From an optimization exercise on the open Yosys and OpenROAD flow, aimed at small area; shortcuts taken in it are not production practice. The RTL of this run was laid out without a check of its function. Power and IR drop assume default switching activity.

## design/flow/run.sh

```bash
#!/bin/bash
# synth_recipe.tcl (not shown) runs the flow's synth.tcl, then flattens the netlist and writes it again
# the make line also repeats each setting of config.mk as NAME=value (left out here)
make -C /OpenROAD-flow-scripts/flow DESIGN_CONFIG=/design/flow/config.mk WORK_HOME=/design/flow/orfs CLKGATE_MAP_FILE= SYNTH_SCRIPT=/design/flow/synth_recipe.tcl finish
```

## design/flow/config.mk

```make
export PLATFORM = sky130hd
export DESIGN_NAME = kz_wdog
export DESIGN_NICKNAME = kz_wdog
export VERILOG_FILES = /design/flow/design.v
export SDC_FILE = /design/flow/constraint.sdc
export NUM_CORES = 4
export LEC_CHECK = 0
export CAP_MARGIN = 20
export CORE_MARGIN = 2
export CORE_UTILIZATION = 40
export SLEW_MARGIN = 20
```

## design/flow/constraint.sdc

```tcl
create_clock -name core_clock -period 10.0 [get_ports {clk}]
set_input_delay 2.0000 -clock core_clock [delete_from_list [all_inputs] [get_ports {clk}]]
set_output_delay 2.0000 -clock core_clock [all_outputs]
set_load 0.01 [all_outputs]
```

## design/flow/design.v

```verilog
module kz_wdog (
    input  wire        clk,
    input  wire        rst_n,         
    input  wire        start,         
    input  wire        tick,          
    input  wire [9:0]  period_ms,     
    input  wire        auto_arm,      
    input  wire        req_valid,
    input  wire [1:0]  req_op,        
    input  wire [15:0] req_data,      
    input  wire [7:0]  req_sess,      
    input  wire [1:0]  req_role,      
    input  wire        req_net,       
    output reg         resp_valid,
    output reg  [1:0]  resp_code,     
    output reg  [1:0]  wd_state,      
    output reg  [7:0]  miss_cons,     
    output reg  [31:0] miss_total,    
    output reg  [7:0]  owner,         
    output reg  [1:0]  miss_kind,     
    output reg  [1:0]  miss_evt,      
    output reg         force_evt,     
    output reg         w_to_c_evt     
);
    localparam [1:0] DISARMED = 2'd0, AWAITING = 2'd1, ARMED = 2'd2, FORCED = 2'd3;
    localparam [1:0] K_NONE = 2'd0, K_EARLY = 2'd1, K_LATE = 2'd2, K_WRONG = 2'd3;
    localparam [1:0] OP_ARM = 2'd0, OP_TOKEN = 2'd1, OP_DISARM = 2'd2, OP_CLOSE = 2'd3;
    localparam [1:0] R_OK = 2'd0, R_REFUSED = 2'd1, R_MISS = 2'd2;
    localparam [15:0] MASK = 16'hB400;
    function [15:0] lfsr_next(input [15:0] v);
        lfsr_next = v[0] ? ((v >> 1) ^ MASK) : (v >> 1);
    endfunction
    reg  [9:0]  per;        
    reg  [20:0] elapsed;    
    reg  [15:0] expected;   
    wire [20:0] quarter_us  = per * 21'd250;
    wire [20:0] period_us   = per * 21'd1000;
    wire [20:0] deadline_us = per * 21'd2000;
    wire is_service  = req_role[1];
    wire is_operator = (req_role == 2'd1);
    wire may_arm = is_service ||
                   (!req_net && is_operator &&
                    (wd_state == DISARMED || wd_state == AWAITING ||
                     owner == 8'hFF || owner == req_sess));
    wire may_disarm = is_service || (owner != 8'hFF && owner == req_sess);
    wire [20:0] elapsed_next = tick ? elapsed + 21'd1 : elapsed;
    wire [20:0] restart_el   = tick ? 21'd1 : 21'd0;
    wire do_arm    = req_valid && req_op == OP_ARM && req_data != 16'd0 && may_arm;
    wire do_token  = req_valid && req_op == OP_TOKEN && wd_state == ARMED &&
                     owner != 8'hFF && owner == req_sess;
    wire tok_early = elapsed < quarter_us;
    wire tok_ok    = !tok_early && req_data == expected;
    wire do_disarm = req_valid && req_op == OP_DISARM && may_disarm;
    wire do_close  = req_valid && req_op == OP_CLOSE && owner == req_sess;
    wire req_ok    = do_arm || do_disarm || (req_valid && req_op == OP_CLOSE) ||
                     (do_token && tok_ok);
    wire late_fire = tick && wd_state == ARMED && elapsed == period_us;
    wire dl_fire   = tick && wd_state == AWAITING && elapsed == deadline_us;
    always @(posedge clk) begin
        resp_valid <= 1'b0;
        resp_code  <= R_OK;
        miss_evt   <= 2'd0;
        force_evt  <= 1'b0;
        w_to_c_evt <= 1'b0;
        if (!rst_n || start) begin
            wd_state  <= auto_arm ? AWAITING : DISARMED;
            miss_cons <= 8'd0;
            owner     <= 8'hFF;
            miss_kind <= K_NONE;
            per       <= period_ms;
            elapsed   <= restart_el;
            expected  <= 16'd0;
            if (!rst_n)
                miss_total <= 32'd0;
            if (rst_n && req_valid) begin
                resp_valid <= 1'b1;
                resp_code  <= R_REFUSED;
            end
        end else begin
            if (req_valid) begin
                resp_valid <= 1'b1;
                resp_code  <= req_ok ? R_OK : (do_token ? R_MISS : R_REFUSED);
            end
            elapsed <= elapsed_next;
            if (do_arm) begin
                w_to_c_evt <= 1'b1;
                wd_state   <= ARMED;
                miss_cons  <= 8'd0;
                owner      <= req_sess;
                per        <= period_ms;
                expected   <= lfsr_next(req_data);
                elapsed    <= restart_el;
            end else if (do_token) begin
                elapsed <= restart_el;
                if (tok_ok) begin
                    expected  <= lfsr_next(expected);
                    miss_cons <= 8'd0;
                end else begin
                    miss_evt   <= 2'd1;
                    miss_total <= miss_total + 32'd1;
                    miss_kind  <= tok_early ? K_EARLY : K_WRONG;
                    miss_cons  <= miss_cons + 8'd1;
                    if (miss_cons != 8'd0) begin
                        wd_state  <= FORCED;
                        force_evt <= 1'b1;
                    end
                end
            end else if (do_disarm) begin
                w_to_c_evt <= 1'b1;
                wd_state   <= DISARMED;
                owner      <= 8'hFF;
            end else begin
                if (do_close)
                    owner <= 8'hFF;
                if (late_fire) begin
                    miss_evt   <= 2'd1;
                    miss_total <= miss_total + 32'd1;
                    miss_kind  <= K_LATE;
                    miss_cons  <= miss_cons + 8'd1;
                    elapsed    <= 21'd1;
                    if (miss_cons != 8'd0) begin
                        wd_state  <= FORCED;
                        force_evt <= 1'b1;
                    end
                end else if (dl_fire) begin
                    miss_evt   <= 2'd2;
                    miss_total <= miss_total + 32'd2;
                    miss_kind  <= K_LATE;
                    miss_cons  <= 8'd2;
                    wd_state   <= FORCED;
                    force_evt  <= 1'b1;
                end
            end
        end
    end
endmodule
```

==> flow_metrics.env <==
export IMPL_cts_sinks=106
export IMPL_synth_area_per_cell_sq_um=9.106
export IMPL_die_y_microns=152.4
export IMPL_drive_gt1_frac=0.03950
export IMPL_cts_path_max_buffers=2
export IMPL_rows=54
export IMPL_crit_arrival_ps=7160
export IMPL_antenna_found_initial=0
export IMPL_fin_nets=1170
export IMPL_drv_cap=0
export IMPL_ys_warn_count=1
export IMPL_cp_end_kind="register"
export IMPL_grt_usage=0.1964
export IMPL_synth_seq_area_share=0.2907
export IMPL_insertion_delay_ps=360
export IMPL_synth_area_sq_um=8815
export IMPL_firstDrtPassIters=5
export IMPL_hold_buffers=0
export IMPL_period_share=0.6857
export IMPL_worst_setup_path_start_kind="register"
export IMPL_ant_nets=0
export IMPL_num_antenna_cells=0
export IMPL_fp_coreArea_sq_um=21760
export IMPL_fin_tns_setup_ps=0
export IMPL_setup_violations=0
export IMPL_grt_pass1_wl_microns=37380
export IMPL_min_path_cells=2
export IMPL_n_fill_cell=2152
export IMPL_synth_flop_cell="dfxtp_1"
export IMPL_finish_utilization=0.4764
export IMPL_ys_async_sr_fraction=0
export IMPL_syn_nets=1105
export IMPL_grt_max_degree=47
export IMPL_area_growth_pct=17.59
export IMPL_crit_type="reg2reg"
export IMPL_dieArea_sq_um=23240
export IMPL_crit_path_max_fanout=9
export IMPL_via_count=7302
export IMPL_yosysTopAreaCellShare=0.1499
export IMPL_cts_tree="done"
export IMPL_die_x_microns=152.4
export IMPL_final_setup_skew_ps=13.11
export IMPL_wirelength_microns=22630
export IMPL_clk_pin_slew_ps=70
export IMPL_synth_edf_count=44
export IMPL_p_per_area_nw_per_um2=239.4
export IMPL_cts_resized_gates=0
export IMPL_cts_root_buffer="clkbuf_16"
export IMPL_drt_iter0_markers=344
export IMPL_synth_area_leaders="edfxtp_1 (15%), dfxtp_1 (14%), ha_1 (8.8%)"
export IMPL_regArea_sq_um=2562
export IMPL_multi_input_area_sq_um=5829
export IMPL_drc=0
export IMPL_start_util=0.4052
export IMPL_grt_pass1_vias=7193
export IMPL_max_slew_margin=0.3096
export IMPL_dp_hpwl_microns=17220
export IMPL_synth_area_leader_cell="edfxtp_1"
export IMPL_power_leakage_nw=4.039
export IMPL_crit_required_ps=10300
export IMPL_io_pins=104
export IMPL_rsz0062_at_grt="no"
export IMPL_tightest_slew_ps=1036
export IMPL_yosysUniqueCellTypes=74
export IMPL_syn_inst=968
export IMPL_peakVddDrop_uv=131.7
export IMPL_cts_made_buffers=9
export IMPL_synth_seq_cells=106
export IMPL_synth_common_cells="nor2_1 (74), nand2_1 (70), inv_1 (63)"
export IMPL_finalHoldViolations=0
export IMPL_wl_per_cell_microns=17.17
export IMPL_status="no timing/DRC/antenna violations"
export IMPL_min_path_type="reg2reg"
export IMPL_cts_setup_buffers=0
export IMPL_viasPerCell=5.540
export IMPL_io_buffer_count=103
export IMPL_synthMostInstantiatedCell="nor2_1"
export IMPL_reg2reg_depth=22
export IMPL_slew_viol_final=0
export IMPL_min_period_ps=6857
export IMPL_gp_congestion=0.8591
export IMPL_timing_fmax_mhz=145.8
export IMPL_grt_overflow_total=0
export IMPL_htree_num_levels=3
-- sequential cells by signal, indices dropped and copies added, names as in the netlist --
name	count
force_evt	1
miss_kind	2
w_to_c_evt	1
miss_evt	2
owner	8
per	10
miss_cons	8
resp_code	2
elapsed	21
wd_state	2
expected	16
resp_valid	1
miss_total	32
-- power breakdown --
part | internal, W | switching, W
registers | 0.000464 | 0.0000226
logic | 0.000724 | 0.000882
clock network | 0.000220 | 0.000168
total | 0.00141 | 0.00107
-- per-layer routing --
metal / track usage / vias up / wire length, microns / share of wire
met5: 0 / - / 0 / 0
met4: 0.05644 / 0 / 473 / 0.021
met3: 0.03413 / 29 / 818 / 0.036
met2: 0.3271 / 130 / 10600 / 0.47
met1: 0.2633 / 3511 / 10730 / 0.47
li1: - / 3632 / - / -
-- through the flow --
step | cells | setup WS, ps | total power (W) | area (sq um) | hold slack (ps)
2_1_floorplan | 968 | 488.8 | 0.001762 | 8815 | 475.9
3_3_place_gp | 1302 | 3136 | 0.002079 | 10040 | 467.1
3_5_place_dp | 1302 | 3061 | 0.002089 | 10040 | 468.2
4_1_cts | 1318 | 3090 | 0.002484 | 10360 | 481.0
5_1_grt | 1318 | 2674 | 0.002707 | 10360 | 532.9
6_report | 1318 | 3143 | 0.002481 | 10360 | 488.1
-- critical path, stage by stage (launching register included) --
cell and delay, ps:
edfxtp_1 550, fa_1 610, inv_1 60, fa_1 490, inv_1 50, fa_1 560
fa_1 430, ha_1 470, o211a_1 200, o21a_1 300, o21a_1 310, nor2_1 120
xor2_1 170, ha_1 300, a21o_1 150, a21oi_1 140, nor2b_1 50, o21ai_0 180
nand2_1 100, a21oi_1 370, or3_1 360, nor3b_1 560, mux2_2 260
-- final timing paths --
kind | startpoint | end | slack, ps
max | per[2] | miss_cons[0] | 3140
min | miss_kind[0] | miss_kind[0] | 490
max reg2reg | per[2] | miss_cons[0] | 3140
min reg2reg | miss_kind[0] | miss_kind[0] | 490
-- cell type report --
class,count,area share
Multi-Input combinational cell,745,0.5624
Sequential cell,106,0.2472
Timing Repair Buffer,108,0.1031
Tap cell,280,0.03380
Inverter,63,0.02282
Clock buffer,10,0.02209
Clock inverter,6,0.008571
-- cells in the final DEF, fill, tap and decap left out, types with 4 or more instances in the layout --
cell             synthesis  final
nand4_1                 23     23
nor2_1                  74     74
buf_4                    1      5
nand2_1                 70     70
fa_1                    30     30
a21boi_0                 4      4
a21o_1                  14     14
o31ai_1                 14     14
o21a_1                   9      9
nand3_1                 27     27
xor2_1                  49     49
and3_1                  18     18
nand2b_1                13     12
o21ai_0                 20     19
a21oi_1                 52     52
or3_1                    6      6
edfxtp_1                44     44
xnor2_1                 44     44
and2_1                   6      6
o21ai_1                  9      9
a22o_1                   4      4
clkbuf_16                0      9
a2111o_1                 8      8
xnor3_1                  9      9
a211oi_1                18     18
inv_1                   63     63
nor3_1                  14     13
or4_1                   19     19
clkdlybuf4s50_1          0    103
nand4b_1                 5      5
ha_1                    62     62
and4_1                   5      5
o22ai_1                 11     11
mux2i_1                 18     18
nor2b_1                  8      7
o211ai_1                 6      6
dfxtp_1                 62     62
or2_2                    4      4
a2111oi_0                4      4
nor4_1                  18     17
-- cells by family after synthesis --
kind of cell / count (synthesis) / synth area share
buf+inv: 117 / 0.05280
mux: 19 / 0.02172
xor+xnor: 105 / 0.1235
simple gates: 329 / 0.1990
flops: 106 / 0.2907
compound gates: 200 / 0.1561
fa+ha+maj: 92 / 0.1561

-- separate check: timing with driven ports --
The flow's constraints put no driver on any port. The routed layout listed below was extracted and timed again, unchanged, in two steps.
Step 1 (the two cells are an assumption about what drives the block):
set clk [get_ports {clk}]
set_driving_cell -lib_cell sky130_fd_sc_hd__clkbuf_16 $clk
set_driving_cell -lib_cell sky130_fd_sc_hd__buf_2 [delete_from_list [all_inputs] $clk]
Step 2 also shifts input and output timing later by t, the mid clock arrival at the registers, as if the neighbouring blocks saw the same clock.
a / b / c = ideal ports / drivers / drivers and shift; a / b = the first two.
t (ns): 0.403
setup slack, ns: 3.143 / 3.143 / 3.143
worst hold slack (ns): 0.488 / 0.488 / 0.488
After both steps setup and hold are still met in this run. The setup slack of this run moves by 0.000 ns with the drivers and by 0.000 ns with both steps.
